Source: an optimization exercise on an open RTL-to-GDS flow (aim: small area). Production flows keep margins and buffers that such runs may drop.
Only simulation tests tie the RTL to the original design; equivalence was not proved.

## pine
Design flivin_mdu, start of the top module:
module flivin_mdu (
    input  wire        clk,
    input  wire        rst,       
    input  wire        issue,
    input  wire [5:0]  fn,
    input  wire        ct,
    input  wire [1:0]  acn,
    input  wire [5:0]  imm,       
    input  wire [31:0] opa,       
    input  wire [31:0] opb,       
    input  wire [31:0] opc,       
    input  wire        acsat,     
    output wire        busy,
    output reg         done,
    output reg         wb_lo,
    output reg         wb_hi,
    output reg  [31:0] res_lo,
    output reg  [31:0] res_hi
);
    reg [71:0] acc0, acc1, acc2, acc3;
    reg        ext;           
    reg [2:0]  cnt;           
    reg        p1;            
    reg [31:0] q_a;           
    reg        q_as;          
    reg        q_bs;          
    reg        q_sub, q_mac, q_hi, q_sat;
    reg [1:0]  q_acn;
    assign busy = (cnt != 3'd0);
    wire start = issue && !busy;
    wire f_mul   = !fn[4] && !fn[3];              
    wire f_dstep = !fn[4] &&  fn[3];
    wire f_macx  =  fn[4] && !fn[3];              
    wire f_h2    = fn[4] && !fn[1] && !fn[0];     
    wire f_mac   = f_macx && (fn[1] || fn[0]);
    wire f_acx   =  fn[4] &&  fn[3];              
    wire f_acmov = f_acx && !fn[1] && !fn[0];
    wire f_acrd  = f_acx &&  fn[1] && !fn[0];
    wire f_acclr = f_acx && !fn[1] &&  fn[0];
    wire f_acwr  = f_acx &&  fn[1] &&  fn[0];
    wire f_mform = f_mul || f_mac;
    wire f_uns   = (fn[1] && !fn[0]) || (!fn[4] && fn[2] && fn[0]);
    wire f_asg   = fn[4] ? (!fn[1] || fn[0]) : (fn[0] ^ fn[2]);
    wire f_msus  = fn[4] && fn[1] && fn[0];
    wire f_hi    = !fn[2] && (fn[1] || fn[0]);    
    reg [2:0] nchunk;
    always @(*) begin
        if (ct)
            nchunk = 3'd4;
        else if (f_uns) begin
            if (opb == 32'd0)                 nchunk = 3'd0;
            else if (opb[31:8]  == 24'd0)     nchunk = 3'd1;
            else if (opb[31:16] == 16'd0)     nchunk = 3'd2;
            else if (opb[31:24] == 8'd0)      nchunk = 3'd3;
            else                              nchunk = 3'd4;
        end else begin
            if (opb == 32'd0)                                     nchunk = 3'd0;
            else if (opb[31:7]  == {25{1'b0}} || opb[31:7]  == {25{1'b1}}) nchunk = 3'd1;
  ...
export LEC_CHECK = 0
export ABC_AREA = 1
export CAP_MARGIN = 20
export CORE_MARGIN = 2
export CORE_UTILIZATION = 62
export SETUP_SLACK_MARGIN = 0.3
export SLEW_MARGIN = 20
export SYNTH_HIERARCHICAL = 1
export SYNTH_MINIMUM_KEEP_SIZE = 0
create_clock -name core_clock -period 16.0 [get_ports {clk}]
standard.sh (not shown) runs the stock make flow with config.mk's settings and CLKGATE_MAP_FILE= SYNTH_SCRIPT=/design/flow/synth_recipe.tcl, a recipe that flattens the netlist after the stock synthesis.
==> flow/flow/run.sh <==
#!/bin/bash
# Layout flow: the standard ORFS flow, with the port buffers made of the
# smallest buffer cell instead of the delay buffer buffer_ports picks.
set -euo pipefail
export BUFFER_PORTS_ARGS="-buffer_cell sky130_fd_sc_hd__buf_1"
bash standard.sh finish > standard_flow.log 2>&1
Edits applied to the flow inputs when going from pine to maple:
Settings: changing CAP_MARGIN from 20 to 40; changing SLEW_MARGIN from 20 to 40.
==> flow/flow/run.sh <==
#!/bin/bash
# Layout flow: the standard ORFS flow, with the port buffers made of the
# smallest buffer cell instead of the delay buffer buffer_ports picks, and a
# clock tree of clkbuf_8 cells without dummy loads.
set -euo pipefail
export BUFFER_PORTS_ARGS="-buffer_cell sky130_fd_sc_hd__buf_1"
export CTS_ARGS="-sink_clustering_enable -repair_clock_nets -dont_use_dummy_load -buf_list sky130_fd_sc_hd__clkbuf_8"
bash standard.sh finish > standard_flow.log 2>&1
### Flow results
Reported for maple and pine, post-synthesis sequential element count turned out identical to the last digit. | routed length per instance | maple vs pine | ≈ equal |. On routed wire length, pine tracks maple almost exactly. From pine to maple the numbers moved as follows: smallest setup slack after layout went up by 0.029 ns, first-pass GRT wire length was more or less identical, clock buffer count in the final layout went up by about 28%. Compare maple and pine | multi-input gate share of total cell area lower: pine.

-- re-timing with driven ports --
How much do the figures lean on ideal ports? The routed layouts below were timed once more, with nothing changed but the port constraints.
Step 1: set_driving_cell puts a clkbuf_16 on clk and a buf_2 on each other input, an assumption about the parent block.
Step 2 times the ports against the registers' clock, not the clock port: input delays grow and output delays shrink by t, the midpoint of the rising clock arrivals with the driver on.
Slacks: ideal / step 1 / step 2; pairs: ideal / step 1.
run | shift t [ns] | setup slack, ns | worst setup path at the end | clock arrival spread, ns | slew at the worst register clock pin (ns)
pine | 0.679 | 1.017 / 0.958 / 0.279 | input to register | 0.054 / 0.054 | 0.07 / 0.07
maple | 0.706 | 1.046 / 1.068 / 0.362 | input to register | 0.112 / 0.112 | 0.08 / 0.08
After both steps setup and hold are still met in every run listed. For pine, which loses most, drivers alone change the setup slack by -0.059 ns; drivers and shift together by -0.738 ns.
